From an optimization exercise on the open Yosys and OpenROAD flow, aimed at small area, a short achievable clock period and few clock cycles per item; shortcuts taken in it are not production practice. The RTL was checked by simulation tests, not by an equivalence proof against the original design.

## dx_ecc
module dx_ecc (
    input  wire        clk,
    input  wire        rst,
    input  wire        in_valid,
    output wire        in_ready,
    input  wire        in_op,
    input  wire [63:0] in_data,
    input  wire [15:0] in_check,
    output reg         out_valid,
    output reg  [63:0] out_data,
    output reg  [15:0] out_check,
    output reg  [2:0]  out_status
);
clock: 14.0 ns
lec_check: 0
cap_margin: 20
core_margin: 2
core_utilization: 40
slew_margin: 20
standard.sh (not shown) runs the stock make flow with config.mk's settings and CLKGATE_MAP_FILE= SYNTH_SCRIPT=/design/flow/synth_recipe.tcl, a recipe that flattens the netlist after the stock synthesis.
==> flow/flow/run.sh <==
#!/bin/bash
# Own flow: the standard layout (standard synthesis unchanged), with
#  - port buffers of sky130_fd_sc_hd__buf_2 instead of the automatically chosen cell;
set -euo pipefail
bash standard.sh \
  "SETUP_SLACK_MARGIN=${FLOW_SETUP_MARGIN:-10.0}" \
  "BUFFER_PORTS_ARGS=-buffer_cell sky130_fd_sc_hd__buf_2" \
  finish > standard_make.log 2>&1
The starting point went through all stages and came out clean.
Testbench counts at the start, summed over its fixed seeds: cycles 12,024, items 12,000.
==> next run, changes <==
==> flow/run.sh (new file) <==
#!/bin/bash
# synth_recipe.tcl (not shown) runs the flow's synth.tcl, then flattens the netlist and writes it again
# the make line also repeats each setting of config.mk as NAME=value (left out here)
make -C /OpenROAD-flow-scripts/flow DESIGN_CONFIG=/design/flow/config.mk WORK_HOME=/design/flow/orfs CLKGATE_MAP_FILE= SYNTH_SCRIPT=/design/flow/synth_recipe.tcl finish
removed: flow/flow/run.sh
removed: flow/standard.sh
Critical path depth went down by 1. First-iteration DRC count decreases by 16%. Synthesized area is unchanged. Worst hold slack gets worse by 3.7 ps. Maximum frequency shrinks by about 30%. Routed wire length falls by 16%. Utilization drops by 9.6 points.
==> next run, changes <==
==> flow/flow/run.sh (new file) <==
#!/bin/bash
# Own flow: the standard layout (standard synthesis unchanged), with
#  - port buffers of sky130_fd_sc_hd__buf_2 instead of the automatically chosen cell;
set -euo pipefail
bash standard.sh \
  "SETUP_SLACK_MARGIN=${FLOW_SETUP_MARGIN:-9.5}" \
  "BUFFER_PORTS_ARGS=-buffer_cell sky130_fd_sc_hd__buf_2" \
  finish > standard_make.log 2>&1
==> flow/standard.sh (new file) <==
#!/bin/bash
# synth_recipe.tcl (not shown) runs the flow's synth.tcl, then flattens the netlist and writes it again
# the make line also repeats each setting of config.mk as NAME=value (left out here)
make -C /OpenROAD-flow-scripts/flow DESIGN_CONFIG=/design/flow/config.mk WORK_HOME=/design/flow/orfs CLKGATE_MAP_FILE= SYNTH_SCRIPT=/design/flow/synth_recipe.tcl "${@:-finish}"
removed: flow/run.sh
Worst setup slack gains 1700 ps.
Sequential share of layout area went down by 1.9 points.
Routed wire length is higher by 7.5%.
Design area goes up by 7.7%.
Fmax is higher by 38%.
Via count came out higher by 5.4%.
Final cell count climbs by 4.8%.
==> next run, changes <==
--- a/flow/flow/run.sh
+++ b/flow/flow/run.sh
@@ -4,5 +4,5 @@
 set -euo pipefail
 bash standard.sh \
-  "SETUP_SLACK_MARGIN=${FLOW_SETUP_MARGIN:-9.5}" \
+  "SETUP_SLACK_MARGIN=${FLOW_SETUP_MARGIN:-10.5}" \
   "BUFFER_PORTS_ARGS=-buffer_cell sky130_fd_sc_hd__buf_2" \
   finish > standard_make.log 2>&1
Worst setup slack improved by 79 ps.
Clock skew grows by 11 ps.
Routed wire length rises by roughly a tenth.

* * *

dx_ecc, a different RTL version from the one above (not shown whole).
Size in the first run: ~1800 cells after synthesis, about 280 flip-flops, about 170 I/O pins, roughly 16000 um2 of cells after synthesis.
export LEC_CHECK = 0
export CAP_MARGIN = 20
export CORE_MARGIN = 2
export CORE_UTILIZATION = 60
export CTS_BUF_LIST = sky130_fd_sc_hd__clkbuf_4 sky130_fd_sc_hd__clkbuf_8
export SLEW_MARGIN = 20
create_clock -name core_clock -period 14.0 [get_ports {clk}]
==> flow/flow/run.sh <==
#!/bin/bash
# Own flow: the standard layout (standard synthesis unchanged), with
#  - port buffers of sky130_fd_sc_hd__buf_2 instead of the automatically chosen cell;
set -euo pipefail
bash standard.sh \
  "SETUP_SLACK_MARGIN=${FLOW_SETUP_MARGIN:-9.5}" \
  "BUFFER_PORTS_ARGS=-buffer_cell sky130_fd_sc_hd__buf_2" \
  finish > standard_make.log 2>&1
The starting point finished with timing, DRC and antenna clean.
Testbench counts at the start, summed over its fixed seeds: cycles 12,024, items 12,000.
Rerun with:
--- a/flow/flow/run.sh
+++ b/flow/flow/run.sh
@@ -6 +6 @@
-  "SETUP_SLACK_MARGIN=${FLOW_SETUP_MARGIN:-9.5}" \
+  "SETUP_SLACK_MARGIN=${FLOW_SETUP_MARGIN:-9.3}" \
--- a/flow/config.mk
+++ b/flow/config.mk
@@ -10,2 +10 @@
-export CORE_UTILIZATION = 60
-export CTS_BUF_LIST = sky130_fd_sc_hd__clkbuf_4 sky130_fd_sc_hd__clkbuf_8
+export CORE_UTILIZATION = 40
Outcome: The changed run completed with no timing, DRC or antenna violations; wire length grows by 4.4%; first-iteration DRC count came out lower by 26%; cell area climbs by 1.8%; worst setup slack degrades by 0.092 ns; area after synthesis does not change; via count shrinks by 4.1%; final cell count rises by 6.8%.
Rerun with:
--- a/flow/flow/run.sh
+++ b/flow/flow/run.sh
@@ -6 +6 @@
-  "SETUP_SLACK_MARGIN=${FLOW_SETUP_MARGIN:-9.3}" \
+  "SETUP_SLACK_MARGIN=${FLOW_SETUP_MARGIN:-9.5}" \
--- a/flow/config.mk
+++ b/flow/config.mk
@@ -7,0 +8 @@
+export ABC_AREA = 1
@@ -10 +11 @@
-export CORE_UTILIZATION = 40
+export CORE_UTILIZATION = 60
Outcome: The changed run finished clean. Setup slack gets better by 0.077 ns. Cell count came out higher by 20%. Routed wire length went up by 9.1%. Design area is higher by 3.3%. Count of clock-buffer cells in the layout does not change.

* * *

Another version of the RTL of dx_ecc (not shown whole).
Size in the first run: roughly 280 flip-flops, roughly 170 I/O pins.
// dx_ecc
module dx_ecc (
    input  wire        clk,
    input  wire        rst,
    input  wire        in_valid,
    output wire        in_ready,
    input  wire        in_op,
    input  wire [63:0] in_data,
    input  wire [15:0] in_check,
    output reg         out_valid,
    output reg  [63:0] out_data,
    output reg  [15:0] out_check,
    output reg  [2:0]  out_status
);
    assign in_ready = 1'b1;
    function automatic [12:0] gf_pmul(input [6:0] a, input [6:0] b);
        integer i, j;
        begin
            gf_pmul = 13'd0;
            for (i = 0; i < 7; i = i + 1)
                for (j = 0; j < 7; j = j + 1)
                    gf_pmul[i + j] = gf_pmul[i + j] ^ (a[i] & b[j]);
        end
    endfunction
    function automatic [6:0] gf_mul(input [6:0] a, input [6:0] b);
        reg [12:0] p;
        integer i;
        begin
            p = 13'd0;
            for (i = 0; i < 7; i = i + 1)
                if (b[i]) p = p ^ ({6'd0, a} << i);
            for (i = 12; i >= 7; i = i - 1)
                if (p[i]) p = p ^ (13'h89 << (i - 7));
            gf_mul = p[6:0];
        end
    endfunction
    localparam [127:0] GF_INV3_T0 = 128'h85171f397d3521e1ec0715d9c155d956;
    localparam [127:0] GF_INV3_T1 = 128'h077bca8c40edde83cfa9b8fae20590f0;
    localparam [127:0] GF_INV3_T2 = 128'hd3d8a3c4b729aac8883ed3b1ef77e000;
    localparam [127:0] GF_INV3_T3 = 128'h9d7459fd639529fbdb72e2c062284688;
    localparam [127:0] GF_INV3_T4 = 128'h76d02a17ab13d34bf22b331b534913bc;
    localparam [127:0] GF_INV3_T5 = 128'h7a55ce6bcde0f5c45424a2b9e9a25f80;
    localparam [127:0] GF_INV3_T6 = 128'h4ae285f65b8d65a17edf971ddc8880a0;
    function automatic [6:0] gf_inv3(input [6:0] x);
        begin
            gf_inv3[0] = GF_INV3_T0[x];
            gf_inv3[1] = GF_INV3_T1[x];
            gf_inv3[2] = GF_INV3_T2[x];
            gf_inv3[3] = GF_INV3_T3[x];
            gf_inv3[4] = GF_INV3_T4[x];
            gf_inv3[5] = GF_INV3_T5[x];
            gf_inv3[6] = GF_INV3_T6[x];
        end
    endfunction
    localparam [127:0] IN_SET_T0 = 128'h341efc53e5ef0f6366edbbb9ab551f7e;
    function automatic [0:0] in_set(input [6:0] x);
        begin
            in_set[0] = IN_SET_T0[x];
  ...
clock: 14.0 ns
lec_check: 0
cap_margin: 20
core_margin: 2
core_utilization: 50
cts_buf_list: sky130_fd_sc_hd__clkbuf_4 sky130_fd_sc_hd__clkbuf_8
cts_cluster_diameter: 80
cts_cluster_size: 16
slew_margin: 20
==> flow/flow/run.sh <==
#!/bin/bash
# Own flow: the standard layout (standard synthesis unchanged), with
#  - port buffers of sky130_fd_sc_hd__buf_2 instead of the automatically chosen cell;
set -euo pipefail
bash standard.sh \
  "SETUP_SLACK_MARGIN=${FLOW_SETUP_MARGIN:-9.5}" \
  "BUFFER_PORTS_ARGS=-buffer_cell sky130_fd_sc_hd__buf_2" \
  finish > standard_make.log 2>&1
The first run went through all stages and came out clean.
Testbench counts at the start, summed over its fixed seeds: cycles 12,024, items 12,000.
Change:
--- a/flow/flow/run.sh
+++ b/flow/flow/run.sh
@@ -5,3 +5,3 @@
 bash standard.sh \
-  "SETUP_SLACK_MARGIN=${FLOW_SETUP_MARGIN:-9.5}" \
+  "SETUP_SLACK_MARGIN=${FLOW_SETUP_MARGIN:-10.2}" \
   "BUFFER_PORTS_ARGS=-buffer_cell sky130_fd_sc_hd__buf_2" \
Settings changed: CORE_UTILIZATION 50 to 60.
Cell area climbs by 20%.
Die area came out lower by 16%.
Wire length rises by 14%.
Register-to-register slack gains 0.54 ns.
Clock skew grows by 0.025 ns.
Via count went up by 12%.
Hold slack degrades by 0.015 ns.
Worst setup slack gets better by 0.33 ns.
Change:
--- a/flow/flow/run.sh
+++ b/flow/flow/run.sh
@@ -5,3 +5,3 @@
 bash standard.sh \
-  "SETUP_SLACK_MARGIN=${FLOW_SETUP_MARGIN:-10.2}" \
+  "SETUP_SLACK_MARGIN=${FLOW_SETUP_MARGIN:-9.8}" \
   "BUFFER_PORTS_ARGS=-buffer_cell sky130_fd_sc_hd__buf_2" \
Result: The new run went through all stages and came out clean. Sequential share of layout area increases by 4.2 points. Design area decreases by about a fifth. Maximum frequency decreases slightly. Via count decreases by a little under a tenth. Final cell count decreases by a few percent. Core utilization decreases by 11 points. Setup slack got worse by 0.069 ns.
Change:
--- a/flow/flow/run.sh
+++ b/flow/flow/run.sh
@@ -5,3 +5,3 @@
 bash standard.sh \
-  "SETUP_SLACK_MARGIN=${FLOW_SETUP_MARGIN:-9.8}" \
+  "SETUP_SLACK_MARGIN=${FLOW_SETUP_MARGIN:-9.5}" \
   "BUFFER_PORTS_ARGS=-buffer_cell sky130_fd_sc_hd__buf_2" \
Die area stays the same.
Non-clock buffer count shrinks by 33.
Final area falls by 3.2%.
Fmax went down by 6.8%.
Wire length falls by 1.5%.
Clock skew came out higher by 0.036 ns.

* * *

Another version of the RTL of dx_ecc (not shown whole).
For scale: ~1700 cells after synthesis, roughly 280 flip-flops, roughly 170 I/O pins, roughly 16000 sq um of cells after synthesis.
export LEC_CHECK = 0
export CAP_MARGIN = 20
export CORE_MARGIN = 2
export CORE_UTILIZATION = 60
export CTS_BUF_LIST = sky130_fd_sc_hd__clkbuf_4 sky130_fd_sc_hd__clkbuf_8
export CTS_CLUSTER_DIAMETER = 80
export CTS_CLUSTER_SIZE = 16
export SLEW_MARGIN = 20
create_clock -name core_clock -period 14.0 [get_ports {clk}]
==> flow/flow/run.sh <==
#!/bin/bash
# Own flow: the standard layout (standard synthesis unchanged), with
#  - port buffers of sky130_fd_sc_hd__buf_2 instead of the automatically chosen cell;
set -euo pipefail
bash standard.sh \
  "SETUP_SLACK_MARGIN=${FLOW_SETUP_MARGIN:-9.3}" \
  "BUFFER_PORTS_ARGS=-buffer_cell sky130_fd_sc_hd__buf_2" \
  finish > standard_make.log 2>&1
Testbench counts at the start, summed over its fixed seeds: cycles 12,024, items 12,000.
==> next run, changes <==
--- a/flow/flow/run.sh
+++ b/flow/flow/run.sh
@@ -4,5 +4,5 @@
 set -euo pipefail
 bash standard.sh \
-  "SETUP_SLACK_MARGIN=${FLOW_SETUP_MARGIN:-9.3}" \
+  "SETUP_SLACK_MARGIN=${FLOW_SETUP_MARGIN:-9.5}" \
   "BUFFER_PORTS_ARGS=-buffer_cell sky130_fd_sc_hd__buf_2" \
   finish > standard_make.log 2>&1
Outcome: Global-route usage barely changes. Cell area goes up by 0.56%. Final cell count is about the same. Hold slack stays flat. Worst setup slack gets better by 0.28 ns. Synthesized cell count is unchanged. Clock skew is about the same. Core utilization went up by 0.37 points. Die area stays the same.

* * *

dx_ecc with an RTL version that a note above also has.
Size: ~280 flip-flops, roughly 16000 um^2 of cells after synthesis.
Settings: LEC_CHECK=0, CAP_MARGIN=20, CORE_MARGIN=2, CORE_UTILIZATION=50, CTS_BUF_LIST=sky130_fd_sc_hd__clkbuf_4 sky130_fd_sc_hd__clkbuf_8, CTS_CLUSTER_DIAMETER=80, CTS_CLUSTER_SIZE=16, SLEW_MARGIN=20; clock period 14.0 ns.
==> flow/flow/run.sh <==
#!/bin/bash
# Own flow: the standard layout (standard synthesis unchanged), with
#  - port buffers of sky130_fd_sc_hd__buf_2 instead of the automatically chosen cell;
set -euo pipefail
bash standard.sh \
  "SETUP_SLACK_MARGIN=${FLOW_SETUP_MARGIN:-9.7}" \
  "BUFFER_PORTS_ARGS=-buffer_cell sky130_fd_sc_hd__buf_2" \
  finish > standard_make.log 2>&1
The first run completed without violations.
Testbench counts at the start, summed over its fixed seeds: cycles 12,024, items 12,000.
Edit:
--- a/flow/flow/run.sh
+++ b/flow/flow/run.sh
@@ -6 +6 @@
-  "SETUP_SLACK_MARGIN=${FLOW_SETUP_MARGIN:-9.7}" \
+  "SETUP_SLACK_MARGIN=${FLOW_SETUP_MARGIN:-10.0}" \
CORE_UTILIZATION = 60   (was 50)
Outcome: The changed run ran to the end with no violations. Worst setup slack improved by 0.12 ns. Flip-flop and latch count stays the same. Die area drops by about 16%. Final area came out higher by about 4.4%.

re-timing with driven ports:
No port has a modelled driver above. Below, the same layouts with a new extraction and two added sets of constraints. Step 1 assumes that a clkbuf_16 drives the clock port and a buf_2 every other input. Step 2 adds t to the input delays and takes it off the output delays; t is the mean of the earliest and latest rising clock arrival at the registers after step 1. Input paths then give back, and output paths get back, about the clock's delay inside the block. Slacks: ideal ports / drivers / drivers and shift; pairs: ideal ports / drivers.
run | t (ns) | setup WS [ns] | worst hold slack (ns) | cell pins on the clock port's net
the first run of note 1 | 0.646 | 9.632 / 9.632 / 9.394 | 0.327 / 0.327 / 0.327 | 1
the second run of note 1 | 0.616 | 7.782 / 7.782 / 7.782 | 0.323 / 0.323 / 0.323 | 1
the third run of note 1 | 0.627 | 9.488 / 9.488 / 9.037 | 0.318 / 0.318 / 0.318 | 1
the fourth run of note 1 | 0.643 | 9.567 / 9.567 / 9.254 | 0.325 / 0.325 / 0.325 | 1
the first run of note 2 | 0.595 | 9.573 / 9.601 / 9.006 | 0.309 / 0.309 / 0.309 | 1
the second run of note 2 | 0.599 | 9.481 / 9.489 / 8.907 | 0.321 / 0.321 / 0.321 | 1
the third run of note 2 | 0.610 | 9.558 / 9.590 / 8.980 | 0.288 / 0.288 / 0.288 | 1
the first run of note 3 | 0.597 | 9.593 / 9.604 / 9.007 | 0.299 / 0.299 / 0.299 | 1
the second run of note 3 | 0.621 | 9.921 / 9.948 / 9.326 | 0.284 / 0.284 / 0.284 | 1
the third run of note 3 | 0.607 | 9.852 / 9.859 / 9.273 | 0.334 / 0.334 / 0.334 | 1
the fourth run of note 3 | 0.594 | 9.547 / 9.547 / 9.074 | 0.292 / 0.292 / 0.292 | 1
the first run of note 4 | 0.601 | 9.339 / 9.339 / 9.054 | 0.319 / 0.319 / 0.319 | 1
the second run of note 4 | 0.603 | 9.624 / 9.647 / 9.044 | 0.321 / 0.321 / 0.321 | 1
the first run of note 5 | 0.597 | 9.770 / 9.793 / 9.196 | 0.301 / 0.301 / 0.301 | 1
the second run of note 5 | 0.595 | 9.893 / 9.904 / 9.309 | 0.300 / 0.300 / 0.300 | 1
After both steps setup and hold are still met in every run listed. The setup slack of the second run of note 3, which loses most, moves by +0.027 ns with the drivers and by -0.595 ns with both steps.
